Context: an optimization exercise on an open-source flow, tuned for small area, a short achievable clock period and few clock cycles per item. The choices shown serve that exercise and are no tape-out recipe. In this exercise RTL edits were held to simulation tests only and were not proved equivalent to the original.

==> design.v <==
module yx_sha256 (
  input  wire         clk,
  input  wire         rst,       
  input  wire         start,
  input  wire         first,
  input  wire [511:0] block,     
  output wire         ready,
  output reg          done,
  output wire [255:0] digest     
);
  localparam [31:0] IV0 = 32'h6a09e667, IV1 = 32'hbb67ae85,
                    IV2 = 32'h3c6ef372, IV3 = 32'ha54ff53a,
                    IV4 = 32'h510e527f, IV5 = 32'h9b05688c,
                    IV6 = 32'h1f83d9ab, IV7 = 32'h5be0cd19;
  function [31:0] rotr(input [31:0] x, input integer n);
    rotr = (x >> n) | (x << (32 - n));
  endfunction
  function [31:0] csa_s(input [31:0] x, input [31:0] y, input [31:0] z);
    csa_s = x ^ y ^ z;
  endfunction
  function [31:0] csa_c(input [31:0] x, input [31:0] y, input [31:0] z);
    csa_c = ((x & y) | (x & z) | (y & z)) << 1;
  endfunction
  function [31:0] ks_add(input [31:0] x, input [31:0] y);
    reg [31:0] gg, pp, gn, pn;
    integer i, k;
    begin
      gg = x & y;
      pp = x ^ y;
      for (k = 1; k < 32; k = k * 2) begin
        for (i = 0; i < 32; i = i + 1) begin
          if (i >= k) begin
            gn[i] = gg[i] | (pp[i] & gg[i-k]);
            pn[i] = pp[i] & pp[i-k];
          end else begin
            gn[i] = gg[i];
            pn[i] = pp[i];
          end
        end
        gg = gn;
        pp = pn;
      end
      ks_add = x ^ y ^ {gg[30:0], 1'b0};
    end
  endfunction
  localparam [2047:0] K_ALL = {
    32'h428a2f98, 32'h71374491, 32'hb5c0fbcf, 32'he9b5dba5,
    32'h3956c25b, 32'h59f111f1, 32'h923f82a4, 32'hab1c5ed5,
    32'hd807aa98, 32'h12835b01, 32'h243185be, 32'h550c7dc3,
    32'h72be5d74, 32'h80deb1fe, 32'h9bdc06a7, 32'hc19bf174,
    32'he49b69c1, 32'hefbe4786, 32'h0fc19dc6, 32'h240ca1cc,
    32'h2de92c6f, 32'h4a7484aa, 32'h5cb0a9dc, 32'h76f988da,
    32'h983e5152, 32'ha831c66d, 32'hb00327c8, 32'hbf597fc7,
    32'hc6e00bf3, 32'hd5a79147, 32'h06ca6351, 32'h14292967,
    32'h27b70a85, 32'h2e1b2138, 32'h4d2c6dfc, 32'h53380d13,
    32'h650a7354, 32'h766a0abb, 32'h81c2c92e, 32'h92722c85,
    32'ha2bfe8a1, 32'ha81a664b, 32'hc24b8b70, 32'hc76c51a3,
    32'hd192e819, 32'hd6990624, 32'hf40e3585, 32'h106aa070,
    32'h19a4c116, 32'h1e376c08, 32'h2748774c, 32'h34b0bcb5,
    32'h391c0cb3, 32'h4ed8aa4a, 32'h5b9cca4f, 32'h682e6ff3,
    32'h748f82ee, 32'h78a5636f, 32'h84c87814, 32'h8cc70208,
    32'h90befffa, 32'ha4506ceb, 32'hbef9a3f7, 32'hc67178f2
  };
  reg         ebusy;                       
  reg         ei, ei_iv, ei_h;             
  reg         er61, er62, er63;            
  reg  [5:0]  kidx;                        
  reg  [31:0] e, f, g;                     
  reg  [31:0] p, q;                        
  reg  [31:0] kq;                          
  reg  [31:0] kw;                          
  reg  [31:0] t1;                          
  reg  [31:0] w [0:14];                    
  reg  [31:0] w15s, w15c;                  
  reg         ai, ai_iv, ai_h;             
  reg         al61, al62, al63;            
  reg  [31:0] a, b, c;                     
  reg         fst;                         
  reg  [31:0] h0, h1, h2, h3, h4, h5, h6, h7;
  wire idle = ~ebusy & ~ei;
  assign ready  = idle | er62;
  assign digest = {h0, h1, h2, h3, h4, h5, h6, h7};
  wire accept = start & ready;
  wire [31:0] big_s1 = rotr(e, 6) ^ rotr(e, 11) ^ rotr(e, 25);
  wire [31:0] ch     = (e & f) ^ (~e & g);
  wire [31:0] e_s1 = csa_s(p, ch, big_s1),   e_c1 = csa_c(p, ch, big_s1);
  wire [31:0] t_s1 = csa_s(q, ch, big_s1),   t_c1 = csa_c(q, ch, big_s1);
  wire [31:0] e_rnd = ks_add(e_s1, e_c1);     
  wire [31:0] t_rnd = ks_add(t_s1, t_c1);     
  wire [31:0] big_s0 = rotr(a, 2) ^ rotr(a, 13) ^ rotr(a, 22);
  wire [31:0] maj    = (a & b) ^ (a & c) ^ (b & c);
  wire [31:0] a_s1 = csa_s(t1, maj, big_s0), a_c1 = csa_c(t1, maj, big_s0);
  wire [31:0] a_rnd = ks_add(a_s1, a_c1);     
  wire [31:0] sel_a = fst ? (al61 ? IV3 : al62 ? IV2 : IV1) : (al61 ? h3 : al62 ? h2 : h1);
  wire [31:0] sel_e = fst ? (er61 ? IV7 : er62 ? IV6 : IV5) : (er61 ? h7 : er62 ? h6 : h5);
  wire [31:0] add_a = sel_a + a;
  wire [31:0] add_e = sel_e + e;
  wire [31:0] base0 = fst ? IV0 : h0;
  wire [31:0] base4 = fst ? IV4 : h4;
  wire [31:0] sml_s0 = rotr(w[1], 7) ^ rotr(w[1], 18) ^ (w[1] >> 3);
  wire [31:0] sml_s1 = rotr(w[14], 17) ^ rotr(w[14], 19) ^ (w[14] >> 10);
  wire [31:0] w_s1   = csa_s(w[0], w[9], sml_s0),  w_c1 = csa_c(w[0], w[9], sml_s0);
  wire [31:0] w_s2   = csa_s(w_s1, w_c1, sml_s1),   w_c2 = csa_c(w_s1, w_c1, sml_s1);
  wire [31:0] w15    = w15s + w15c;
  wire [31:0] op_d  = ei_iv ? IV3 : ei_h ? h3 : ai_iv ? IV2 : ai_h ? h2 : b;
  wire [31:0] op_h  = ei_iv ? IV7 : ei_h ? h7 : g;
  wire [31:0] op_kw = ei ? w[0] : kw;
  wire [31:0] op_q  = ei ? 32'h428a2f98 : er62 ? base0 : 32'd0;
  wire [31:0] op_p  = ei ? 32'h428a2f98 : er62 ? base4 : 32'd0;
  wire [31:0] q_s1  = csa_s(op_h, op_q, op_kw),  q_c1 = csa_c(op_h, op_q, op_kw);
  wire [31:0] p_s1  = csa_s(op_h, op_p, op_kw),  p_c1 = csa_c(op_h, op_p, op_kw);
  wire [31:0] p_s2  = csa_s(p_s1, p_c1, op_d),   p_c2 = csa_c(p_s1, p_c1, op_d);
  wire [31:0] q_nx  = ks_add(q_s1, q_c1);
  wire [31:0] p_nx  = ks_add(p_s2, p_c2);
  wire [5:0]  kidx_nx = accept ? 6'd1 : kidx + 6'd1;
  wire [31:0] kw_nx = kq + w[1];
  wire        rnd_e = ~ei | (er63 & ei_h);     
  wire        rnd_a = ~ai | (al63 & ai_h);     
  wire [31:0] e_alt = ei_iv ? IV4 : h4;
  wire [31:0] f_alt = ei_iv ? IV5 : er63 ? add_e : h5;
  wire [31:0] g_alt = ei_iv ? IV6 : h6;
  wire [31:0] a_alt = ai_iv ? IV0 : h0;
  wire [31:0] b_alt = ai_iv ? IV1 : al63 ? add_a : h1;
  wire [31:0] c_alt = ai_iv ? IV2 : h2;
  integer i;
  always @(posedge clk) begin
    if (rst) begin
      ebusy <= 1'b0;
      ei    <= 1'b0;
      ei_iv <= 1'b0;
      ei_h  <= 1'b0;
      er61  <= 1'b0;
      er62  <= 1'b0;
      er63  <= 1'b0;
      ai    <= 1'b0;
      ai_iv <= 1'b0;
      ai_h  <= 1'b0;
      al61  <= 1'b0;
      al62  <= 1'b0;
      al63  <= 1'b0;
      done  <= 1'b0;
    end else begin
      ei    <= accept;
      ei_iv <= accept & first;
      ei_h  <= accept & ~first;
      er61  <= ebusy & (kidx == 6'd62);
      er62  <= er61;
      er63  <= er62;
      if (ei)
        ebusy <= 1'b1;
      else if (er63)
        ebusy <= 1'b0;
      ai    <= ei;
      ai_iv <= ei_iv;
      ai_h  <= ei_h;
      al61  <= er61;
      al62  <= al61;
      al63  <= al62;
      done  <= al63;
    end
  end
  always @(posedge clk) begin
    kidx <= kidx_nx;
    kq   <= K_ALL[2047 - 32*kidx_nx -: 32];
    if (ai) fst <= ai_iv;
    if (er61) h7 <= add_e;
    if (er62) h6 <= add_e;
    if (er63) begin h5 <= add_e; h4 <= e_rnd; end
    if (al61) h3 <= add_a;
    if (al62) h2 <= add_a;
    if (al63) begin h1 <= add_a; h0 <= a_rnd; end
    p  <= p_nx;
    q  <= q_nx;
    kw <= kw_nx;
    t1 <= t_rnd;
    e  <= rnd_e ? e_rnd : e_alt;
    a  <= rnd_a ? a_rnd : a_alt;
    if (ei) begin
      f <= f_alt; g <= g_alt;
    end else begin
      f <= e; g <= f;
    end
    if (ai) begin
      b <= b_alt; c <= c_alt;
    end else begin
      b <= a; c <= b;
    end
    if (ready) begin
      for (i = 0; i < 15; i = i + 1)
        w[i] <= block[511 - 32*i -: 32];
      w15s <= block[31:0];
      w15c <= 32'd0;
    end else begin
      for (i = 0; i < 14; i = i + 1)
        w[i] <= w[i + 1];
      w[14] <= w15;
      w15s  <= w_s2;
      w15c  <= w_c2;
    end
  end
endmodule
==> flow/run.sh <==
#!/bin/bash
set -euo pipefail
export BUFFER_PORTS_ARGS="-buffer_cell sky130_fd_sc_hd__buf_1"
bash standard.sh > standard_flow.log 2>&1
==> standard.sh <==
#!/bin/bash
# synth_recipe.tcl (not shown) runs the flow's synth.tcl, then flattens the netlist and writes it again
# the make line also repeats each setting of config.mk as NAME=value (left out here)
make -C /OpenROAD-flow-scripts/flow DESIGN_CONFIG=/design/flow/config.mk WORK_HOME=/design/flow/orfs CLKGATE_MAP_FILE= SYNTH_SCRIPT=/design/flow/synth_recipe.tcl "${@:-finish}"
==> config.mk <==
export PLATFORM = sky130hd
export DESIGN_NAME = yx_sha256
export DESIGN_NICKNAME = yx_sha256
export VERILOG_FILES = /design/flow/design.v
export SDC_FILE = /design/flow/constraint.sdc
export NUM_CORES = 4
export LEC_CHECK = 0
export CAP_MARGIN = 20
export CORE_MARGIN = 2
export CORE_UTILIZATION = 40
export CTS_BUF_LIST = sky130_fd_sc_hd__clkbuf_16
export CTS_CLUSTER_DIAMETER = 70
export CTS_CLUSTER_SIZE = 20
export SETUP_SLACK_MARGIN = 3.7
export SLEW_MARGIN = 20
==> constraint.sdc <==
create_clock -name core_clock -period 8.0 [get_ports {clk}]
set_input_delay 1.6000 -clock core_clock [delete_from_list [all_inputs] [get_ports {clk}]]
set_output_delay 1.6000 -clock core_clock [all_outputs]
set_load 0.01 [all_outputs]
==> metrics.csv, run 1 <==
stage,metric,value,unit
layout,area occupied by multi-input gates,38840,um2
die,full die area,167700,um2
yosys,synth warn,2,
yosys,Post-Syn Area,65760,um2
layout,Top reg by flops,w,
yosys,register bit total from synthesis,1170,
global_route,global-route wire length before repair,404.1,mm
setup_path,cell mode on critical path,inv_1,
layout,Reg area,25450,um2
clocking,clk root buf,clkbuf_16,
clocking,CTS tree,built,
setup_path,Worst path depth,19,
setup_path,WS Path Type,flip-flop to flip-flop,
layout,Synth-to-Final Area Change,19.25,%
outcome,status,finished clean,
setup_path,crit path launch,ei_h,
die,cell row count,148,
global_route,GRT Overall Usage,33.23,%
yosys,number of synthesized flops with an enable pin,193,
global_route,gr ovfl total,0,
yosys,commonest register cell after synthesis,dfxtp_1,
setup_path,kind of cell adding the most delay to the critical path,adder cells,
setup_path,critical path cell sequence,buf_12 > buf_4 > mux2i_4 > or2_2 > inv_1 > fa_1 > inv_1 > fa_1 > inv_1 > ha_2 > o21a_1 > and3_4 > nand3_4 > a2111oi_4 > nand2b_4 > a21o_1 > a41o_1 > a21oi_2 > xnor2_1,
placed_design,Final GP Congestion,1.011,
clocking,H-tree Lvls,3,
yosys,syn nets,8738,
yosys,post-synthesis async set-or-reset flop share,0,%
placed_design,Post-DP HPWL,224.9,mm
setup_path,Bufs and invs on worst path,5,
sta,Final TNS setup,0,ns
sta,Final Skew,0.07103,ns
sta,slew margin rel.,11.07,%
clocking,Worst-path clk slew,0.08,ns
clocking,Clock Path Buffers,3,
setup_path,Worst EP arrival,5.23,ns
placed_design,PortBufs,773,
sta,period utilization,57.57,%
sta,Final Hold Viols,0,
drt,post-route antenna net violation count,0,
sta,minimum clock period,4.605,ns
drt,average wire per standard cell,27.20,um
worst_hold_path,Hold Crit Class,flip-flop to flip-flop,
setup_path,max incr delay on CP,0.47,ns
setup_path,CP required,8.62,ns
layout,ratio of cells with drive above 1 in the final layout,10.97,%
worst_hold_path,hold path start,w[11][31],
drt,vias,58722,
die,# IOs,774,
layout,Post-layout nets,9486,
worst_hold_path,hold-critical path depth,2,
setup_path,crit end category,flip-flop,
yosys,Syn Inst Count,7670,
setup_path,slowest CP cell,fa_1,
sta,Fmax achieved,217.1,MHz
layout,"commonest non-fill, non-tap cell in the layout",nand2_1,
yosys,library cells used by synthesis,99,
drt,DR vias/cell,5.497,
drt,initial DRC count,5902,
setup_path,crit-path max FO,6,
die,initial core utilization,40.36,%
global_route,antenna violations before repair,8,
setup_path,CP Launch Type,flip-flop,
yosys,sequential-to-total area share from yosys stat,38.55,%
sta,Worst-Margin Slew,1.320,ns
sta,RSZ-0062 raised after global routing,true,
layout,filler cell count,15988,
drt,First-pass DRT Iterations,6,
global_route,largest net degree at the start of global routing,231,
sta,Final Slew Violations,0,
clocking,total CTS buffers,101,
job,max_cap viols,0,
layout,max FFs per register,480,
clocking,CTS hold repair buffers,0,
setup_path,reg-to-reg startpoint,ei_h,
die,height of the die,409.5,um
drt,DRC errors left,0,
sta,Final setup viols,0,
drt,final wirelength,290.5,mm
setup_path,depth of the worst register-to-register path,19,
clocking,"Clk Latency, worst-skew pair",0.79,ns
layout,most frequent cells in the layout,"nand2_1 (1893), dfxtp_1 (933), buf_1 (773)",
clocking,clk sinks,1170,
die,core area,163000,um2
die,Die X,409.5,um
yosys,syn_area_per_cell,8.574,um2
global_route,vias in the first global route,56399,
## final cells by class
type                    instances  share of cell area, %
repair buffers               1041                  7.269
flip-flops and latches       1170                  32.45
well taps                    2175                  3.470
diodes                          9                0.02872
multi-input cells            5541                  49.53
clock inverters                80                  1.168
clock buffers                 103                  3.287
inverters                     561                  2.767
repair inverters                2                0.02553
## per-layer routing
| metal | wire length, um | GRT usage (%) | vias to the layer above |
|---|---|---|---|
| met5 | 73 | 0 | - |
| met4 | 16240 | 15.40 | 12 |
| met3 | 23050 | 6.029 | 570 |
| met2 | 133500 | 53.74 | 2707 |
| met1 | 117600 | 42.99 | 28514 |
| li1 | - | - | 26919 |
## Yosys cell counts, types with 37 or more instances
| cell | number | area share (%) |
|---|---|---|
| o21ai_0 | 335 | 2.5 |
| edfxtp_1 | 193 | 8.8 |
| clkbuf_1 | 347 | 2.0 |
| xor2_1 | 130 | 1.7 |
| nand2b_1 | 78 | 0.74 |
| nand3_1 | 99 | 0.75 |
| o211ai_1 | 40 | 0.46 |
| ha_1 | 298 | 5.7 |
| fa_1 | 254 | 7.7 |
| a21oi_1 | 378 | 2.9 |
| and2_1 | 56 | 0.53 |
| a21o_1 | 178 | 2.0 |
| a211oi_1 | 59 | 0.67 |
| o21a_1 | 49 | 0.56 |
| mux2i_1 | 124 | 1.9 |
| mux2_2 | 80 | 1.4 |
| dfxtp_1 | 977 | 30 |
| nor3_1 | 73 | 0.56 |
| nor2b_1 | 68 | 0.65 |
| o22a_1 | 50 | 0.67 |
| nor2_1 | 364 | 2.1 |
| nand2_1 | 1907 | 11 |
| xnor2_1 | 387 | 5.2 |
| a31oi_1 | 37 | 0.35 |
| inv_1 | 557 | 3.2 |
## worst paths after layout
kind	end	slack, ns
worst min register to register	w[10][31]	0.41
worst min-delay path	w[10][31]	0.41
worst max register to register	p[28]	3.39
worst max-delay path	p[28]	3.39
## kinds of logic (layout without fill, tap and decap cells)
kind of cell | Yosys count | after routing | share of synthesized area, %
flip-flops | 1170 | 1170 | 38.55
AND/OR/NAND/NOR | 2796 | 2799 | 17.74
XOR/XNOR | 518 | 518 | 6.910
other | 0 | 9 | 0
multiplexers | 204 | 204 | 3.257
buffers and inverters | 962 | 1787 | 5.529
AO/OA/AOI/OAI | 1459 | 1459 | 14.47
adder cells (fa/ha/maj) | 561 | 561 | 13.54
## worst reg2reg max path: stages, from the launching register on
cell and delay, ns:
dfxtp_4 0.44, buf_12 0.14, buf_4 0.11, mux2i_4 0.33, or2_2 0.22, inv_1 0.06
fa_1 0.47, inv_1 0.05, fa_1 0.48, inv_1 0.05, ha_2 0.39, o21a_1 0.16
and3_4 0.20, nand3_4 0.11, a2111oi_4 0.46, nand2b_4 0.20, a21o_1 0.16, a41o_1 0.24
a21oi_2 0.07, xnor2_1 0.12
## timing repair
item                       4_1_cts  5_1_grt
pin swaps                       54      122
cloned                           8        6
setup endpoints to repair      376      162
setup buffers                   98       93
resized for setup              271      248
## stage by stage
step / util, % / area, um2 / hold slack, ns / cells / setup WS, ns
floorplan: - / 66070 / 0.3918 / 7670 / 3.609
global route: 48.11 / 78400 / 0.4310 / 10673 / 3.356
finish: 48.13 / 78420 / 0.4140 / 10682 / 3.395
CTS: 46.88 / 76390 / 0.4149 / 10573 / 3.559
global placement: 43.33 / 70610 / 0.3961 / 10282 / 2.069
detailed placement: 43.34 / 70630 / 0.3974 / 10284 / 2.063
Testbench counts, summed over its fixed seeds: cycles 50,528, blocks 789.
==> run 2, diff against run 1 <==
--- a/config.mk
+++ b/config.mk
@@ -7,9 +7,9 @@
 export LEC_CHECK = 0
 export CAP_MARGIN = 20
 export CORE_MARGIN = 2
-export CORE_UTILIZATION = 40
+export CORE_UTILIZATION = 55
 export CTS_BUF_LIST = sky130_fd_sc_hd__clkbuf_16
 export CTS_CLUSTER_DIAMETER = 70
 export CTS_CLUSTER_SIZE = 20
-export SETUP_SLACK_MARGIN = 3.7
+export SETUP_SLACK_MARGIN = 3.4
 export SLEW_MARGIN = 20
==> metrics.csv, run 2 <==
stage,metric,value,unit,change
placed_design,Final GP Congestion,1.067,,+5.5%
yosys,synth warn,2,,unchanged
placed_design,Post-DP HPWL,199.1,mm,-11%
drt,DR vias/cell,5.918,,+7.7%
global_route,GRT Overall Usage,40.81,%,+7.6 points
yosys,Syn Inst Count,7670,,unchanged
worst_hold_path,WHS Endpoint,w[11][12],,
drt,initial DRC count,7097,,+20%
setup_path,Reg2Reg Capture Point,kq[7],,
worst_hold_path,Hold Crit Class,flip-flop to flip-flop,,
sta,Fmax achieved,218.0,MHz,+0.41%
job,max_cap viols,0,,unchanged
setup_path,crit end category,flip-flop,,
global_route,antenna violations before repair,21,,+13
sta,minimum clock period,4.586,ns,-0.01900 ns
yosys,leading area contributor after synthesis,dfxtp_1,,
yosys,post-synthesis async set-or-reset flop share,0,%,unchanged
layout,"commonest non-fill, non-tap cell in the layout",nand2_1,,
yosys,library cells used by synthesis,99,,unchanged
sta,Final setup viols,0,,unchanged
placed_design,PortBufs,773,,unchanged
sta,Final TNS setup,0,ns,unchanged
global_route,vias in the first global route,55049,,-2.4%
yosys,syn_area_per_cell,8.574,um2,unchanged
layout,Post-layout nets,9336,,-1.6%
yosys,Post-Syn Area,65760,um2,unchanged
global_route,largest net degree at the start of global routing,252,,+9.1%
yosys,syn nets,8738,,unchanged
clocking,total CTS buffers,92,,-8.9%
global_route,Most Crowded Layer GR,met2,,
layout,most frequent cells in the layout,"nand2_1 (1903), dfxtp_1 (951), buf_1 (773)",,
yosys,sequential-to-total area share from yosys stat,38.55,%,unchanged
yosys,commonest cells in the netlist,"nand2_1 (1907), dfxtp_1 (977), inv_1 (557), xnor2_1 (387), a21oi_1 (378)",,
yosys,number of synthesized flops with an enable pin,193,,unchanged
setup_path,CP required,8.61,ns,about the same
sta,hold_ws,0.4142,ns,+0.0002000 ns
yosys,top-count cell post-synth,nand2_1,,
global_route,met2 Resource Use GR,65.35,%,+12 points
setup_path,depth of the worst register-to-register path,14,,-5
sta,Final Skew,0.02748,ns,-0.04356 ns
clocking,"Clk Latency, worst-skew pair",0.73,ns,-0.06 ns
setup_path,crit-path max FO,59,,+53
layout,Top reg by flops,w,,
worst_hold_path,hold-critical path depth,2,,unchanged
clocking,Worst-path clk slew,0.08,ns,about the same
global_route,met1 Track Usage GR,51.13,%,+8.1 points
setup_path,WS Path Type,flip-flop to flip-flop,,
outcome,status,finished clean,,
die,height of the die,349.8,um,-15%
drt,final wirelength,260.1,mm,-10%
die,core area,118400,um2,-27%
global_route,M3 GR Usage,6.963,%,+0.93 points
layout,filler cell count,10477,,-34%
global_route,gr ovfl total,0,,unchanged
layout,Synth-to-Final Area Change,13.60,%,
drt,post-route antenna net violation count,0,,unchanged
yosys,Synth top area share,29.74,%,unchanged
clocking,H-tree Lvls,3,,unchanged
drt,vias,58861,,+0.24%
sta,Final Hold Viols,0,,unchanged
setup_path,reg-to-reg startpoint,ei,,
clocking,clk root buf,clkbuf_16,,
sta,RSZ-0062 raised after global routing,true,,
sta,Final Slew Violations,0,,unchanged
yosys,"top cells by area, synth","dfxtp_1 (30%), nand2_1 (11%), edfxtp_1 (8.8%)",,
layout,max FFs per register,480,,unchanged
sta,slew margin rel.,25.55,%,+14 points
clocking,CTS tree,built,,
yosys,commonest register cell after synthesis,dfxtp_1,,
setup_path,Worst EP arrival,5.20,ns,-0.03 ns
clocking,clk sinks,1170,,unchanged
layout,ratio of cells with drive above 1 in the final layout,6.743,%,-4.2 points
drt,First-pass DRT Iterations,6,,unchanged
die,initial core utilization,55.54,%,+15 points
clocking,Clock Path Buffers,3,,unchanged
yosys,register bit total from synthesis,1170,,unchanged
setup_path,CP Launch Type,flip-flop,,
setup_path,R2R Setup Slk,3.41,ns,+0.02 ns
sta,period utilization,57.33,%,-0.24 points
die,cell row count,126,,-15%
die,# IOs,774,,unchanged
drt,DRC errors left,0,,unchanged
worst_hold_path,hold path start,w[12][12],,
global_route,global-route wire length before repair,364.6,mm,-9.8%
drt,average wire per standard cell,26.15,um,-3.8%
die,full die area,122400,um2,-27%
die,Die X,349.8,um,-15%
sta,Worst-Margin Slew,1.117,ns,-0.2033 ns
==> run 2: worst max path at each step <==
stage	start	to	slack (ns)	cells past startpoint
floorplan	er62	p[19]	3.37	20
global placement	ei	kq[30]	1.80	16
detailed placement	ei	kq[30]	1.79	16
CTS	e[26]	e[31]	3.32	17
global route	ei_h	p[31]	3.31	19
finish	ei	kq[7]	3.41	14
==> run 2: what timing repair did <==
action | CTS | global route
gates cloned | 4 | 7
gates resized for setup | 90 | 135
endpoints found under the setup margin | 170 | 132
hold buffers | 0 | 0
pin swaps | 6 | 18
endpoints found under the hold margin | 0 | 0
buffers inserted | 18 | 40
==> run 2: per-layer routing <==
layer / share of wire [%] / vias up
li1: - / 26639
met1: 37 / 27941
met2: 45 / 3508
met3: 9.7 / 759
met4: 7.9 / 14
met5: 0.046 / -
==> run 2: logic make-up (layout without fill, tap and decap cells) <==
group                    count (synthesis)  count (layout)  synth area share (%)
other                                    0              11                     0
AO/OA/AOI/OAI                         1459            1459                 14.47
buffers and inverters                  962            1626                 5.529
XOR/XNOR                               518             518                 6.910
flip-flops                            1170            1170                 38.55
AND/OR/NAND/NOR                       2796            2797                 17.74
adder cells (fa/ha/maj)                561             561                 13.54
multiplexers                           204             204                 3.257
==> run 2: critical path, stage by stage, from the launching register on <==
cell and delay (ns):
dfxtp_4 0.35, buf_4 0.14, nor2_2 0.22, nor2_4 0.11
clkinv_8 0.23, and2_4 0.34, nor2_4 0.11, inv_1 0.52
ha_1 0.71, nand3_1 0.59, nand2_1 0.36, nand2_1 0.09
a21oi_1 0.19, a21oi_1 0.07, a221oi_1 0.38
==> run 2: area by class of cell <==
type / count / area (um2) / area share [%]
Clock inverter: 67 / 767.0 / 1.027
Multi-Input combinational cell: 5539 / 37590 / 50.32
Sequential cell: 1170 / 25410 / 34.01
Inverter: 561 / 2125 / 2.844
Tap cell: 1600 / 2002 / 2.680
Clock buffer: 94 / 2352 / 3.149
Antenna cell: 11 / 27.53 / 0.03685
Timing Repair Buffer: 904 / 4432 / 5.932
==> run 2: per-stage QoR <==
stage          util [%]  instances  instance area (um2)  setup WS [ns]
6_report          63.10       9946                74700          3.414
3_5_place_dp      58.90       9704                69740          1.793
3_3_place_gp      58.90       9704                69730          1.797
5_1_grt           63.08       9937                74680          3.306
4_1_cts           62.17       9887                73610          3.322
2_1_floorplan         -       7670                65820          3.374
==> run 3, diff against run 2 <==
--- a/config.mk
+++ b/config.mk
@@ -11,5 +11,5 @@
 export CTS_BUF_LIST = sky130_fd_sc_hd__clkbuf_16
 export CTS_CLUSTER_DIAMETER = 70
 export CTS_CLUSTER_SIZE = 20
-export SETUP_SLACK_MARGIN = 3.4
+export SETUP_SLACK_MARGIN = 4.0
 export SLEW_MARGIN = 20
==> metrics.csv, run 3 <==
stage,metric,value,unit,change
sta,Fmax achieved,225.3,MHz,+3.3%
placed_design,Final GP Congestion,1.058,,-0.82%
placed_design,Post-DP HPWL,203.8,mm,+2.4%
clocking,CTS hold repair buffers,0,,unchanged
drt,DRC errors left,0,,unchanged
die,full die area,122400,um2,unchanged
yosys,number of synthesized flops with an enable pin,193,,unchanged
yosys,leading area contributor after synthesis,dfxtp_1,,
yosys,syn nets,8738,,unchanged
die,core area,118400,um2,unchanged
clocking,total CTS buffers,84,,-8.7%
drt,final wirelength,269.9,mm,+3.8%
die,# IOs,774,,unchanged
sta,Final Hold Viols,0,,unchanged
yosys,Syn Inst Count,7670,,unchanged
yosys,"top cells by area, synth","dfxtp_1 (30%), nand2_1 (11%), edfxtp_1 (8.8%)",,
layout,fin area,78160,um2,+4.6%
placed_design,PortBufs,773,,unchanged
layout,Post-layout nets,9513,,+1.9%
clocking,"Clk Latency, worst-skew pair",0.75,ns,+0.02 ns
drt,average wire per standard cell,26.68,um,+2.0%
drt,initial DRC count,6988,,-1.5%
die,height of the die,349.8,um,unchanged
layout,most frequent cells in the layout,"nand2_1 (1894), dfxtp_1 (912), buf_1 (773)",,
layout,max FFs per register,480,,unchanged
worst_hold_path,hold path start,w[7][31],,
layout,Top reg by flops,w,,
yosys,commonest cells in the netlist,"nand2_1 (1907), dfxtp_1 (977), inv_1 (557), xnor2_1 (387), a21oi_1 (378)",,
clocking,clk sinks,1170,,unchanged
yosys,Post-Syn Area,65760,um2,unchanged
sta,period utilization,55.47,%,-1.9 points
yosys,synth warn,2,,unchanged
global_route,vias in the first global route,56691,,+3.0%
global_route,gr ovfl total,0,,unchanged
yosys,syn_area_per_cell,8.574,um2,unchanged
sta,Final setup viols,0,,unchanged
yosys,library cells used by synthesis,99,,unchanged
layout,Synth-to-Final Area Change,18.86,%,
yosys,register bit total from synthesis,1170,,unchanged
die,initial core utilization,55.54,%,unchanged
global_route,global-route wire length before repair,379.5,mm,+4.1%
yosys,commonest register cell after synthesis,dfxtp_1,,
sta,Final Slew Violations,0,,unchanged
outcome,status,finished clean,,
setup_path,CP required,8.64,ns,+0.03 ns
setup_path,Worst EP arrival,5.08,ns,-0.12 ns
sta,Final TNS setup,0,ns,unchanged
global_route,GRT Overall Usage,42.59,%,+1.8 points
yosys,post-synthesis async set-or-reset flop share,0,%,unchanged
layout,ratio of cells with drive above 1 in the final layout,12.14,%,+5.4 points
die,Die X,349.8,um,unchanged
setup_path,reg-to-reg startpoint,ei_h,,
setup_path,crit-path max FO,6,,-90%
setup_path,max incr delay on CP,0.50,ns,-0.21 ns
setup_path,crit end category,flip-flop,,
placed_design,placed cell area,69900,um2,+0.24%
job,max_cap viols,0,,unchanged
clocking,clk root buf,clkbuf_16,,
setup_path,crit path launch,ei_h,,
sta,RSZ-0062 raised after global routing,true,,
global_route,largest net degree at the start of global routing,217,,-14%
drt,First-pass DRT Iterations,8,,+2
layout,"commonest non-fill, non-tap cell in the layout",nand2_1,,
setup_path,WS Path Type,flip-flop to flip-flop,,
drt,post-route antenna net violation count,0,,unchanged
clocking,Clock Path Buffers,3,,unchanged
clocking,Worst-path clk slew,0.09,ns,about the same
global_route,antenna violations before repair,17,,-19%
sta,Worst-Margin Slew,1.133,ns,+0.01632 ns
sta,slew margin rel.,23.66,%,-1.9 points
yosys,sequential-to-total area share from yosys stat,38.55,%,unchanged
yosys,top-count cell post-synth,nand2_1,,
sta,Setup WS post-layout,3.562,ns,+0.1486 ns
die,cell row count,126,,unchanged
setup_path,critical path cell sequence,buf_12 > buf_12 > mux2i_4 > nand2_2 > fa_1 > inv_1 > fa_1 > inv_2 > ha_4 > nor2b_2 > o21ai_2 > a21boi_2 > o21ai_2 > a211oi_4 > buf_4 > o31ai_4 > nand2_2 > a2111oi_4 > a211o_1 > xnor2_1,,
layout,"Cell Count, Final, Fillers Out",10117,,+1.7%
yosys,Synth top area share,29.74,%,unchanged
setup_path,CP Launch Type,flip-flop,,
worst_hold_path,Hold Crit Class,flip-flop to flip-flop,,
placed_design,Place WS,2.674,ns,+0.8807 ns
sta,Final Skew,0.03519,ns,+0.007711 ns
drt,vias,60029,,+2.0%
sta,minimum clock period,4.438,ns,-0.1486 ns
placed_design,Placed Cells,9692,,-0.12%
setup_path,slowest CP cell,fa_1,,
clocking,H-tree Lvls,3,,unchanged
clocking,CTS tree,built,,
drt,DR vias/cell,5.933,,+0.26%
## run 3: cell types whose count changed in the layout (fill, tap and decap cells not counted), sizes merged
cell / delta
clkinvlp: +1
clkbuf: -15
inv: -5
clkinv: -6
bufinv: +5
nor2: +1
buf: +180
nand2: +1
bufbuf: +7
a221o: +2
## run 3: cells by family (layout without fill, tap and decap cells)
group | after synthesis | after routing | share of synthesized area [%]
AO/OA/AOI/OAI | 1459 | 1461 | 14.47
XOR/XNOR | 518 | 518 | 6.910
adder cells (fa/ha/maj) | 561 | 561 | 13.54
buffers and inverters | 962 | 1793 | 5.529
flip-flops | 1170 | 1170 | 38.55
multiplexers | 204 | 204 | 3.257
other | 0 | 11 | 0
AND/OR/NAND/NOR | 2796 | 2799 | 17.74
## run 3: per-layer routing
layer  up-vias  GRT usage (%)  part of all wire [%]  wire length (um)
li1      26961              -                     -                 -
met1     28608          51.90                    36             98180
met2      3505          66.92                    45            120400
met3       937          8.069                   9.6             25870
met4        18          32.48                   9.4             25340
met5         -              0                 0.034                92
## run 3: repair_timing
item,CTS,global route
endpoints found under the hold margin,0,0
gates cloned,16,3
endpoints found under the setup margin,322,179
setup buffers,106,142
pin swaps,95,147
resized for setup,372,288
## run 3: stage by stage
stage | hold WS (ns) | utilization, %
after floorplan | 0.3918 | -
after global placement | 0.3957 | 59.04
after detailed placement | 0.3968 | 59.04
after CTS | 0.4183 | 63.89
after global routing | 0.4282 | 66.00
final | 0.4088 | 66.02
## run 3: final timing paths
| kind | to | slack, ns | cells after the start |
|---|---|---|---|
| max | p[19] | 3.56 | 20 |
| min | w[6][31] | 0.41 | 2 |
| max reg2reg | p[19] | 3.56 | 20 |
| min reg2reg | w[6][31] | 0.41 | 2 |
## run 3: cell type report
class / count / area, um2
Inverter: 561 / 2150
Timing Repair inverter: 1 / 8.758
Fill cell: 10076 / 40230
Timing Repair Buffer: 1084 / 6116
Tap cell: 1600 / 2002
Multi-Input combinational cell: 5543 / 39500
Antenna cell: 11 / 27.53
Clock buffer: 86 / 2152
Sequential cell: 1170 / 25520
Clock inverter: 61 / 691.9
## run 3: worst max-delay path: cells and delay by family, from the launching register on
family          cells  cell delay, ns
compound gates      7            1.41
flops               1            0.38
fa+ha+maj           3            1.21
simple gates        3            0.41
mux                 1            0.27
xor+xnor            1            0.11
buf+inv             5            0.54
==> run 4, diff against run 3 <==
--- a/config.mk
+++ b/config.mk
@@ -11,5 +11,5 @@
 export CTS_BUF_LIST = sky130_fd_sc_hd__clkbuf_16
 export CTS_CLUSTER_DIAMETER = 70
 export CTS_CLUSTER_SIZE = 20
-export SETUP_SLACK_MARGIN = 4.0
+export SETUP_SLACK_MARGIN = 3.7
 export SLEW_MARGIN = 20
==> metrics.csv, run 4 <==
stage,metric,value,unit,change
outcome,status,finished clean,,
global_route,gr ovfl total,0,,unchanged
worst_hold_path,Hold Crit Class,flip-flop to flip-flop,,
yosys,register bit total from synthesis,1170,,unchanged
die,cell row count,126,,unchanged
yosys,Post-Syn Area,65760,um2,unchanged
setup_path,kind of cell adding the most delay to the critical path,compound AO/OA/AOI/OAI gates,,
sta,minimum clock period,4.402,ns,-0.03596 ns
setup_path,CP required,8.56,ns,-0.08 ns
sta,Final TNS setup,0,ns,unchanged
layout,area occupied by multi-input gates,38360,um2,-2.9%
sta,Fmax achieved,227.2,MHz,+0.82%
drt,vias,58068,,-3.3%
die,height of the die,349.8,um,unchanged
drt,DR vias/cell,5.814,,-2.0%
drt,First-pass DRT Iterations,7,,-1
global_route,largest net degree at the start of global routing,234,,+7.8%
drt,average wire per standard cell,25.88,um,-3.0%
yosys,post-synthesis async set-or-reset flop share,0,%,unchanged
layout,"Cell Count, Final, Fillers Out",9987,,-1.3%
clocking,clk sinks,1170,,unchanged
die,initial core utilization,55.54,%,unchanged
layout,most frequent cells in the layout,"nand2_1 (1897), dfxtp_1 (931), buf_1 (773)",,
yosys,top-count cell post-synth,nand2_1,,
layout,"commonest non-fill, non-tap cell in the layout",nand2_1,,
yosys,commonest cells in the netlist,"nand2_1 (1907), dfxtp_1 (977), inv_1 (557), xnor2_1 (387), a21oi_1 (378)",,
drt,DRC errors left,0,,unchanged
layout,max FFs per register,480,,unchanged
layout,Top reg by flops,w,,
yosys,Syn Inst Count,7670,,unchanged
yosys,leading area contributor after synthesis,dfxtp_1,,
setup_path,WS Path Type,flip-flop to flip-flop,,
sta,hold_ws,0.4115,ns,+0.002766 ns
drt,post-route antenna net violation count,0,,unchanged
global_route,GRT Overall Usage,40.99,%,-1.6 points
global_route,global-route wire length before repair,366.1,mm,-3.5%
sta,Final Skew,0.02506,ns,-0.01013 ns
yosys,synth warn,2,,unchanged
yosys,library cells used by synthesis,99,,unchanged
layout,Reg area,25450,um2,-0.27%
setup_path,slowest CP cell,dfxtp_4,,
layout,fin area,75590,um2,-3.3%
yosys,syn_area_per_cell,8.574,um2,unchanged
yosys,syn nets,8738,,unchanged
placed_design,PortBufs,773,,unchanged
setup_path,crit end category,flip-flop,,
yosys,commonest register cell after synthesis,dfxtp_1,,
clocking,Worst-path clk slew,0.08,ns,about the same
clocking,clk root buf,clkbuf_16,,
sta,Final Slew Violations,0,,unchanged
layout,final core utilization,63.85,%,-2.2 points
sta,slew margin rel.,12.59,%,-11 points
drt,initial DRC count,6162,,-12%
sta,RSZ-0062 raised after global routing,true,,
drt,final wirelength,258.4,mm,-4.3%
yosys,"top cells by area, synth","dfxtp_1 (30%), nand2_1 (11%), edfxtp_1 (8.8%)",,
yosys,number of synthesized flops with an enable pin,193,,unchanged
clocking,H-tree Lvls,3,,unchanged
die,core area,118400,um2,unchanged
setup_path,Worst EP arrival,4.97,ns,-0.11 ns
placed_design,Post-DP HPWL,200.1,mm,-1.8%
yosys,sequential-to-total area share from yosys stat,38.55,%,unchanged
setup_path,CP Launch Type,flip-flop,,
job,max_cap viols,0,,unchanged
setup_path,Bufs and invs on worst path,2,,-3
placed_design,Placed Cells,9694,,+0.021%
clocking,total CTS buffers,83,,-1.2%
setup_path,max incr delay on CP,0.57,ns,+0.07 ns
clocking,CTS tree,built,,
die,full die area,122400,um2,unchanged
layout,filler cell count,10411,,+3.3%
layout,Synth-to-Final Area Change,14.95,%,
global_route,vias in the first global route,55003,,-3.0%
sta,period utilization,55.02,%,-0.45 points
clocking,Clock Path Buffers,3,,unchanged
placed_design,placed cell area,69800,um2,-0.15%
clocking,CTS hold repair buffers,0,,unchanged
yosys,Synth top area share,29.74,%,unchanged
die,# IOs,774,,unchanged
setup_path,crit-path max FO,24,,+18
sta,Worst-Margin Slew,1.297,ns,+0.1644 ns
layout,Post-layout nets,9385,,-1.3%
sta,Final Hold Viols,0,,unchanged
sta,Final setup viols,0,,unchanged
layout,ratio of cells with drive above 1 in the final layout,8.812,%,-3.3 points
die,Die X,349.8,um,unchanged
setup_path,critical path cell sequence,buf_8 > mux2i_1 > a21oi_1 > nor2_2 > fa_1 > inv_1 > ha_4 > a21o_4 > a21oi_2 > o21bai_1 > a21o_1 > a21oi_2 > nand3_2 > nor3_4 > o31ai_1 > a21oi_1 > xnor2_1,,
placed_design,Final GP Congestion,1.097,,+3.7%
global_route,antenna violations before repair,12,,-5
clocking,"Clk Latency, worst-skew pair",0.71,ns,-0.04 ns
## run 4: cell counts after synthesis
No cell type changed its count.
## run 4: path summary, 6_finish.rpt
path,endpoint,cells past startpoint,from,slack [ns]
setup reg to reg,p[31],17,ai_h,3.60
hold / removal,w[11][5],2,w[12][5],0.41
setup / recovery,p[31],17,ai_h,3.60
hold reg to reg,w[11][5],2,w[12][5],0.41
## run 4: worst reg2reg max path, cell delays in order (launching register included)
cell      delay [ns]
dfxtp_4         0.57
buf_8           0.32
mux2i_1         0.42
a21oi_1         0.15
nor2_2          0.36
fa_1            0.47
inv_1           0.10
ha_4            0.22
a21o_4          0.23
a21oi_2         0.15
o21bai_1        0.08
a21o_1          0.19
a21oi_2         0.18
nand3_2         0.11
nor3_4          0.31
o31ai_1         0.12
a21oi_1         0.19
xnor2_1         0.09
## run 4: final cells by class
type	instances	area share, %
Multi-Input combinational cell	5539	50.75
Inverter	561	2.837
Timing Repair inverter	1	0.01159
Sequential cell	1170	33.67
Tap cell	1600	2.648
Clock buffer	87	2.880
Antenna cell	12	0.03973
Clock inverter	56	0.7184
Timing Repair Buffer	961	6.452
## run 4: cells by family after synthesis
family / after synthesis / share of synthesized area (%)
multiplexers: 204 / 3.257
adder cells (fa/ha/maj): 561 / 13.54
AND/OR/NAND/NOR: 2796 / 17.74
buffers and inverters: 962 / 5.529
XOR/XNOR: 518 / 6.910
flip-flops: 1170 / 38.55
AO/OA/AOI/OAI: 1459 / 14.47
## run 4: timing repair
| action | 4_1_cts | 5_1_grt |
|---|---|---|
| cloned | 4 | 2 |
| pin swaps | 32 | 77 |
| gates resized for setup | 202 | 198 |
| setup buffers | 79 | 53 |
| endpoints found under the setup margin | 254 | 154 |
## run 4: per-layer routing
| metal | wire length [um] | GRT usage [%] | part of all wire [%] |
|---|---|---|---|
| met5 | 43 | 0 | 0.017 |
| met3 | 23960 | 8.000 | 9.3 |
| met2 | 117300 | 65.72 | 45 |
| met1 | 95720 | 50.00 | 37 |
| met4 | 21440 | 27.87 | 8.3 |
## run 4: metrics by stage
step,setup WS (ns)
after CTS,3.672
after floorplan,3.609
after detailed placement,2.384
after global routing,3.494
after global placement,2.412
final,3.598
==> run 5, diff against run 4 <==
--- a/design.v
+++ b/design.v
@@ -72,6 +72,8 @@
   reg  [31:0] t1;                          
   reg  [31:0] w [0:14];                    
   reg  [31:0] w15s, w15c;                  
+  reg         pi, pi_iv, pi_h;             
+  reg         pa_iv, pa_h;                 
   reg         ai, ai_iv, ai_h;             
   reg         al61, al62, al63;            
   reg  [31:0] a, b, c;                     
@@ -102,11 +104,11 @@
   wire [31:0] w_s1   = csa_s(w[0], w[9], sml_s0),  w_c1 = csa_c(w[0], w[9], sml_s0);
   wire [31:0] w_s2   = csa_s(w_s1, w_c1, sml_s1),   w_c2 = csa_c(w_s1, w_c1, sml_s1);
   wire [31:0] w15    = w15s + w15c;
-  wire [31:0] op_d  = ei_iv ? IV3 : ei_h ? h3 : ai_iv ? IV2 : ai_h ? h2 : b;
-  wire [31:0] op_h  = ei_iv ? IV7 : ei_h ? h7 : g;
-  wire [31:0] op_kw = ei ? w[0] : kw;
-  wire [31:0] op_q  = ei ? 32'h428a2f98 : er62 ? base0 : 32'd0;
-  wire [31:0] op_p  = ei ? 32'h428a2f98 : er62 ? base4 : 32'd0;
+  wire [31:0] op_d  = pi_iv ? IV3 : pi_h ? h3 : pa_iv ? IV2 : pa_h ? h2 : b;
+  wire [31:0] op_h  = pi_iv ? IV7 : pi_h ? h7 : g;
+  wire [31:0] op_kw = pi ? w[0] : kw;
+  wire [31:0] op_q  = pi ? 32'h428a2f98 : er62 ? base0 : 32'd0;
+  wire [31:0] op_p  = pi ? 32'h428a2f98 : er62 ? base4 : 32'd0;
   wire [31:0] q_s1  = csa_s(op_h, op_q, op_kw),  q_c1 = csa_c(op_h, op_q, op_kw);
   wire [31:0] p_s1  = csa_s(op_h, op_p, op_kw),  p_c1 = csa_c(op_h, op_p, op_kw);
   wire [31:0] p_s2  = csa_s(p_s1, p_c1, op_d),   p_c2 = csa_c(p_s1, p_c1, op_d);
@@ -133,6 +135,11 @@
       er62  <= 1'b0;
       er63  <= 1'b0;
       ai    <= 1'b0;
+      pi    <= 1'b0;
+      pi_iv <= 1'b0;
+      pi_h  <= 1'b0;
+      pa_iv <= 1'b0;
+      pa_h  <= 1'b0;
       ai_iv <= 1'b0;
       ai_h  <= 1'b0;
       al61  <= 1'b0;
@@ -151,6 +158,11 @@
       else if (er63)
         ebusy <= 1'b0;
       ai    <= ei;
+      pi_iv <= first & start & ready;
+      pi_h  <= ~first & start & ready;
+      pi    <= (first & start & ready) | (~first & start & ready);
+      pa_iv <= pi_iv;
+      pa_h  <= pi_h;
       ai_iv <= ei_iv;
       ai_h  <= ei_h;
       al61  <= er61;
--- a/config.mk
+++ b/config.mk
@@ -7,9 +7,9 @@
 export LEC_CHECK = 0
 export CAP_MARGIN = 20
 export CORE_MARGIN = 2
-export CORE_UTILIZATION = 55
+export CORE_UTILIZATION = 62
 export CTS_BUF_LIST = sky130_fd_sc_hd__clkbuf_16
-export CTS_CLUSTER_DIAMETER = 70
-export CTS_CLUSTER_SIZE = 20
+export CTS_CLUSTER_DIAMETER = 75
+export CTS_CLUSTER_SIZE = 24
 export SETUP_SLACK_MARGIN = 3.7
 export SLEW_MARGIN = 20
==> metrics.csv, run 5 <==
stage,metric,value,unit,change
setup_path,crit-path max FO,6,,-75%
sta,slew margin rel.,18.03,%,+5.4 points
sta,Final Skew,0.04586,ns,+0.02080 ns
yosys,syn_area_per_cell,8.629,um2,+0.65%
sta,Setup WS post-layout,3.639,ns,+0.04052 ns
die,height of the die,330.6,um,-5.5%
global_route,largest net degree at the start of global routing,219,,-6.4%
sta,Fmax achieved,229.3,MHz,+0.93%
placed_design,Final GP Congestion,1.065,,-2.9%
global_route,antenna violations before repair,16,,+4
layout,"commonest non-fill, non-tap cell in the layout",nand2_1,,
drt,DR vias/cell,6.241,,+7.3%
outcome,status,finished clean,,
die,cell row count,119,,-5.6%
clocking,total CTS buffers,71,,-14%
sta,Worst-Margin Slew,1.230,ns,-0.06787 ns
yosys,"top cells by area, synth","dfxtp_1 (30%), nand2_1 (10%), edfxtp_1 (8.8%)",,
global_route,vias in the first global route,56945,,+3.5%
drt,average wire per standard cell,27.11,um,+4.8%
setup_path,CP required,8.59,ns,+0.03 ns
drt,First-pass DRT Iterations,8,,+1
sta,period utilization,54.52,%,-0.51 points
die,Die X,330.6,um,-5.5%
yosys,post-synthesis async set-or-reset flop share,0,%,unchanged
setup_path,WS Path Type,flip-flop to flip-flop,,
clocking,clk sinks,1175,,+0.43%
yosys,Synth top area share,29.73,%,about the same
die,initial core utilization,62.64,%,+7.1 points
layout,Post-layout nets,9313,,-0.77%
yosys,sequential-to-total area share from yosys stat,38.49,%,-0.061 points
die,# IOs,774,,unchanged
clocking,Clock Path Buffers,3,,unchanged
drt,vias,60448,,+4.1%
setup_path,Bufs and invs on worst path,1,,-1
die,full die area,109300,um2,-11%
sta,Final Hold Viols,0,,unchanged
clocking,H-tree Lvls,3,,unchanged
yosys,Syn Inst Count,7663,,-0.091%
yosys,commonest cells in the netlist,"nand2_1 (1840), dfxtp_1 (982), inv_1 (536), xnor2_1 (400), o21ai_0 (371)",,
yosys,Post-Syn Area,66130,um2,+0.55%
worst_hold_path,Hold Crit Class,flip-flop to flip-flop,,
clocking,"Clk Latency, worst-skew pair",0.72,ns,about the same
setup_path,critical path cell sequence,buf_4 > mux2i_1 > a21oi_1 > a21oi_1 > fa_1 > fa_2 > nor2b_4 > o31a_1 > o211ai_1 > a21oi_2 > or2_4 > a31oi_4 > o41ai_2 > a21oi_1 > xnor2_1,,
layout,Synth-to-Final Area Change,12.24,%,
die,core area,105600,um2,-11%
clocking,CTS hold repair buffers,0,,unchanged
sta,RSZ-0062 raised after global routing,true,,
job,max_cap viols,0,,unchanged
clocking,Worst-path clk slew,0.09,ns,about the same
clocking,clk root buf,clkbuf_16,,
setup_path,crit end category,flip-flop,,
yosys,synth warn,2,,unchanged
sta,Final setup viols,0,,unchanged
yosys,library cells used by synthesis,103,,+4.0%
placed_design,Place WS,2.267,ns,-0.1173 ns
yosys,leading area contributor after synthesis,dfxtp_1,,
sta,Final TNS setup,0,ns,unchanged
yosys,syn nets,8731,,-0.080%
yosys,top-count cell post-synth,nand2_1,,
layout,most frequent cells in the layout,"nand2_1 (1835), dfxtp_1 (943), buf_1 (773)",,
drt,initial DRC count,7837,,+27%
global_route,GRT Overall Usage,46.25,%,+5.3 points
setup_path,kind of cell adding the most delay to the critical path,compound AO/OA/AOI/OAI gates,,
setup_path,cell mode on critical path,a21oi_1,,
drt,post-route antenna net violation count,0,,unchanged
sta,minimum clock period,4.361,ns,-0.04052 ns
yosys,number of synthesized flops with an enable pin,193,,unchanged
drt,DRC errors left,0,,unchanged
setup_path,CP Launch Type,flip-flop,,
layout,ratio of cells with drive above 1 in the final layout,7.275,%,-1.5 points
sta,Final Slew Violations,0,,unchanged
setup_path,slowest CP cell,mux2i_1,,
layout,Top reg by flops,w,,
global_route,global-route wire length before repair,370.4,mm,+1.2%
setup_path,max incr delay on CP,0.62,ns,+0.05 ns
yosys,register bit total from synthesis,1175,,+0.43%
drt,final wirelength,262.6,mm,+1.6%
clocking,CTS tree,built,,
global_route,gr ovfl total,0,,unchanged
placed_design,Post-DP HPWL,200.3,mm,about the same
layout,max FFs per register,480,,unchanged
yosys,commonest register cell after synthesis,dfxtp_1,,
setup_path,Worst EP arrival,4.95,ns,-0.02 ns
placed_design,PortBufs,773,,unchanged
-- run 5: cell families after synthesis --
group | after synthesis | share of synthesized area [%]
fa+ha+maj | 561 | 13.48
xor+xnor | 516 | 6.880
flops | 1175 | 38.49
compound gates | 1502 | 14.86
mux | 200 | 3.205
simple gates | 2758 | 17.60
buf+inv | 951 | 5.476
-- run 5: path summary, 6_finish.rpt --
kind                  start  cells after the start   endpoint  slack [ns]
setup reg to reg         pi                     15      p[29]        3.64
hold / removal    w[12][25]                      2  w[11][25]        0.41
setup / recovery         pi                     15      p[29]        3.64
hold reg to reg   w[12][25]                      2  w[11][25]        0.41
-- run 5: stage by stage --
| step | cells | hold WS [ns] | area, um2 | util, % |
|---|---|---|---|---|
| after floorplan | 7663 | 0.3918 | 66410 | - |
| after global placement | 9474 | 0.3956 | 69920 | 66.24 |
| after detailed placement | 9474 | 0.3968 | 69920 | 66.24 |
| final | 9686 | 0.4088 | 74220 | 70.30 |
| after CTS | 9631 | 0.4077 | 73120 | 69.27 |
| after global routing | 9684 | 0.4183 | 74210 | 70.30 |
-- run 5: cell type report --
class,count,area (um2)
clock buffer,72,1802
tap,1391,1740
antenna,6,15.01
multi-input combinational,5538,38120
fill,8245,31350
inverter,539,2044
timing repair buffer,920,4497
clock inverter,45,479.2
sequential,1175,25520
-- run 5: repair_timing --
action,4_1_cts,5_1_grt
endpoints found under the setup margin,188,138
gates cloned,6,4
gates resized for setup,98,157
pin swaps,10,31
setup buffers,34,45
-- run 5: routing by layer --
layer	GRT usage (%)	part of all wire (%)
met3	10.80	12
met5	0.3043	0.037
met1	56.51	35
met4	36.88	9.8
met2	70.22	43
-- run 5: worst register-to-register path: cells and delay by family (launching register included) --
kind / cells / cell delay (ns)
XOR/XNOR: 1 / 0.13
buffers and inverters: 1 / 0.15
adder cells (fa/ha/maj): 2 / 0.90
flip-flops: 1 / 0.43
AND/OR/NAND/NOR: 2 / 0.33
AO/OA/AOI/OAI: 8 / 1.70
multiplexers: 1 / 0.62
Testbench counts of run 5, summed over its fixed seeds: cycles 50,528, blocks 789.
==> run 6, diff against run 5 <==
--- a/config.mk
+++ b/config.mk
@@ -7,9 +7,9 @@
 export LEC_CHECK = 0
 export CAP_MARGIN = 20
 export CORE_MARGIN = 2
-export CORE_UTILIZATION = 62
+export CORE_UTILIZATION = 55
 export CTS_BUF_LIST = sky130_fd_sc_hd__clkbuf_16
-export CTS_CLUSTER_DIAMETER = 75
-export CTS_CLUSTER_SIZE = 24
-export SETUP_SLACK_MARGIN = 3.7
+export CTS_CLUSTER_DIAMETER = 70
+export CTS_CLUSTER_SIZE = 20
+export SETUP_SLACK_MARGIN = 3.8
 export SLEW_MARGIN = 20
==> metrics.csv, run 6 <==
stage,metric,value,unit,change
outcome,status,finished clean,,
global_route,GRT Overall Usage,41.45,%,-4.8 points
placed_design,Post-DP HPWL,202.7,mm,+1.2%
layout,filler cell count,10338,,+25%
setup_path,reg-to-reg startpoint,pi_h,,
sta,slew margin rel.,13.63,%,-4.4 points
clocking,CTS hold repair buffers,0,,unchanged
clocking,CTS tree,built,,
setup_path,R2R Setup Slk,3.73,ns,+0.10 ns
drt,DRC errors left,0,,unchanged
global_route,vias in the first global route,55501,,-2.5%
sta,Worst-Margin Slew,1.282,ns,+0.05236 ns
layout,Synth-to-Final Area Change,15.10,%,
layout,max FFs per register,480,,unchanged
yosys,synth warn,2,,unchanged
setup_path,Reg2Reg Capture Point,p[27],,
layout,most frequent cells in the layout,"nand2_1 (1833), dfxtp_1 (935), buf_1 (773)",,
job,max_cap viols,0,,unchanged
setup_path,critical path cell sequence,buf_12 > buf_16 > a211o_4 > fa_1 > inv_1 > fa_1 > inv_2 > ha_4 > a21oi_4 > nand2_1 > o211ai_1 > a21oi_2 > buf_4 > o41ai_4 > buf_4 > a21oi_4 > a21o_1 > a21oi_2 > xnor2_1,,
clocking,Clock Path Buffers,3,,unchanged
drt,Max Used Layer,met5,,
sta,Final Skew,0.02619,ns,-0.01967 ns
global_route,largest net degree at the start of global routing,237,,+8.2%
worst_hold_path,Hold Crit Class,flip-flop to flip-flop,,
yosys,leading area contributor after synthesis,dfxtp_1,,
yosys,register bit total from synthesis,1175,,unchanged
global_route,antenna violations before repair,14,,-2
clocking,total CTS buffers,83,,+17%
drt,met2 routed WL,117.9,mm,+3.6%
yosys,Synth Area in Compound Gates,14.86,%,unchanged
yosys,number of synthesized flops with an enable pin,193,,unchanged
die,cell row count,127,,+6.7%
layout,Top reg by flops,w,,
setup_path,crit end category,flip-flop,,
die,height of the die,350.7,um,+6.1%
drt,DR vias/cell,5.895,,-5.5%
sta,Fmax achieved,234.4,MHz,+2.2%
drt,vias,58816,,-2.7%
yosys,commonest cells in the netlist,"nand2_1 (1840), dfxtp_1 (982), inv_1 (536), xnor2_1 (400), o21ai_0 (371)",,
setup_path,depth of the worst register-to-register path,19,,+4
yosys,XOR/XNOR share of the synthesized area,6.880,%,unchanged
drt,initial DRC count,6139,,-22%
placed_design,PortBufs,773,,unchanged
setup_path,crit path launch,pi_h,,
setup_path,Bufs and invs on worst path,6,,+5
global_route,global-route wire length before repair,371.7,mm,+0.35%
drt,met1 WL,97.10,mm,+5.7%
sta,Final TNS setup,0,ns,unchanged
drt,metal3 WL,26.18,mm,-16%
placed_design,Final GP Congestion,1.059,,-0.59%
sta,minimum clock period,4.266,ns,-0.09551 ns
layout,Post-layout nets,9367,,+0.58%
yosys,multiplexer area fraction after synthesis,3.205,%,unchanged
yosys,post-synthesis async set-or-reset flop share,0,%,unchanged
layout,"commonest non-fill, non-tap cell in the layout",nand2_1,,
yosys,"top cells by area, synth","dfxtp_1 (30%), nand2_1 (10%), edfxtp_1 (8.8%)",,
global_route,gr ovfl total,0,,unchanged
yosys,Post-Syn Area,66130,um2,unchanged
clocking,clk sinks,1175,,unchanged
setup_path,kind of cell adding the most delay to the critical path,compound AO/OA/AOI/OAI gates,,
die,# IOs,774,,unchanged
clocking,Worst-path clk slew,0.08,ns,about the same
setup_path,max incr delay on CP,0.51,ns,-0.11 ns
drt,average wire per standard cell,26.54,um,-2.1%
yosys,syn_area_per_cell,8.629,um2,unchanged
clocking,clk root buf,clkbuf_16,,
sta,Final setup viols,0,,unchanged
die,core area,119700,um2,+13%
drt,post-route antenna net violation count,0,,unchanged
layout,ratio of cells with drive above 1 in the final layout,8.965,%,+1.7 points
yosys,post-synthesis simple-gate area fraction,17.60,%,unchanged
setup_path,slowest CP cell,fa_1,,
yosys,library cells used by synthesis,103,,unchanged
yosys,Syn Inst Count,7663,,unchanged
setup_path,WS Path Type,flip-flop to flip-flop,,
yosys,adder-cell share of the synthesized area,13.48,%,unchanged
drt,final wirelength,264.8,mm,+0.84%
setup_path,worst setup path endpoint,p[27],,
die,Die X,350.7,um,+6.1%
yosys,sequential-to-total area share from yosys stat,38.49,%,unchanged
sta,Final Hold Viols,0,,unchanged
clocking,"Clk Latency, worst-skew pair",0.72,ns,about the same
die,initial core utilization,55.26,%,-7.4 points
yosys,largest family of logic cells by synthesized area,simple AND/OR/NAND/NOR gates,,
yosys,Synth top area share,29.73,%,unchanged
yosys,top-count cell post-synth,nand2_1,,
yosys,commonest register cell after synthesis,dfxtp_1,,
setup_path,CP required,8.60,ns,about the same
die,full die area,123000,um2,+13%
setup_path,CP Launch Type,flip-flop,,
setup_path,Worst EP arrival,4.86,ns,-0.09 ns
setup_path,Worst path depth,19,,+4
sta,Final Slew Violations,0,,unchanged
sta,period utilization,53.32,%,-1.2 points
clocking,H-tree Lvls,3,,unchanged
yosys,syn nets,8731,,unchanged
drt,First-pass DRT Iterations,7,,-1
setup_path,crit-path max FO,10,,+4
sta,RSZ-0062 raised after global routing,true,,
==> run 6: cell counts after synthesis <==
No cell type changed its count.
==> run 6: final cells by class <==
| class | instances | area (um2) | share of cell area (%) |
|---|---|---|---|
| multi-input cells | 5539 | 38680 | 50.82 |
| flip-flops and latches | 1175 | 25550 | 33.57 |
| repair buffers | 960 | 5014 | 6.587 |
| clock buffers | 87 | 2177 | 2.860 |
| inverters | 539 | 2043 | 2.684 |
| well taps | 1612 | 2017 | 2.650 |
| clock inverters | 54 | 594.3 | 0.7808 |
| diodes | 11 | 27.53 | 0.03617 |
| repair inverters | 1 | 8.758 | 0.01151 |
==> run 6: cells by family after synthesis <==
group	Yosys count
and+or+nand+nor	2758
muxes	200
AOI/OAI and AO/OA	1502
buffers and inverters	951
DFF	1175
xor gates and xnor gates	516
adders and majority gates	561
==> run 6: worst register-to-register path: stages (launching register included) <==
cell and delay [ns]:
dfxtp_4 0.42, buf_12 0.16, buf_16 0.16, a211o_4 0.37, fa_1 0.51, inv_1 0.05, fa_1 0.51, inv_2 0.05
ha_4 0.25, a21oi_4 0.15, nand2_1 0.09, o211ai_1 0.29, a21oi_2 0.14, buf_4 0.17, o41ai_4 0.19, buf_4 0.20
a21oi_4 0.06, a21o_1 0.18, a21oi_2 0.14, xnor2_1 0.07
==> run 6: per-stage QoR <==
| step | std cells | setup slack [ns] | area, um2 | hold slack, ns | util [%] |
|---|---|---|---|---|---|
| floorplan | 7663 | 3.623 | 66480 | 0.3918 | - |
| global placement | 9691 | 2.416 | 70230 | 0.3951 | 58.70 |
| detailed placement | 9691 | 2.356 | 70240 | 0.3987 | 58.70 |
| CTS | 9910 | 3.659 | 74700 | 0.4085 | 62.43 |
| global route | 9968 | 3.576 | 76090 | 0.4254 | 63.59 |
| finish | 9978 | 3.734 | 76110 | 0.4051 | 63.61 |
==> run 6: per-layer routing <==
layer	vias to the layer above	global-route usage [%]
li1	26757	-
met1	28050	50.19
met2	3182	65.33
met3	813	9.164
met4	14	29.85
met5	-	0
==> run 6: what timing repair did <==
item	4_1_cts	5_1_grt
gates resized for setup	178	193
buffers inserted	68	51
gates cloned	10	5
setup endpoints to repair	276	153
pin swaps	36	77
==> run 6: worst min path at each step <==
stage / from / endpoint / slack [ns] / cells after the start
6_report: w[12][22] / w[11][22] / 0.41 / 2
5_1_grt: w[12][22] / w[11][22] / 0.43 / 2
4_1_cts: w[12][22] / w[11][22] / 0.41 / 2
3_5_place_dp: w[3][19] / w[2][19] / 0.40 / 2
3_3_place_gp: w[10][31] / w[9][31] / 0.40 / 2
2_1_floorplan: w[11][0] / w[10][0] / 0.39 / 2

re-timing with driven ports:
The results above use ideal ports. As a check the final layouts listed here were re-extracted and re-timed, cells and wires unchanged. Step 1: set_driving_cell puts a clkbuf_16 on clk and a buf_2 on each other input, an assumption about the parent block. Step 2, shift: input delay + t, output delay - t, t = (earliest + latest rising clock arrival at the registers) / 2. This alone moves slack from input paths to output paths. a / b / c = ideal / step 1 / step 2; a / b = the first two.
| run | t, ns | setup WS [ns] | worst data-port slew with drivers (ns) |
|---|---|---|---|
| run 1 | 0.838 | 3.395 / 3.395 / 3.147 | 0.17 |
| run 2 | 0.804 | 3.414 / 3.414 / 2.848 | 0.09 |
| run 3 | 0.811 | 3.562 / 3.562 / 3.411 | 0.10 |
| run 4 | 0.776 | 3.598 / 3.598 / 3.222 | 0.09 |
| run 5 | 0.785 | 3.639 / 3.639 / 3.183 | 0.09 |
| run 6 | 0.792 | 3.734 / 3.734 / 3.068 | 0.21 |
After both steps setup and hold are still met in every run listed. The setup slack of run 6, which loses most, moves by 0.000 ns with the drivers and by -0.666 ns with both steps.
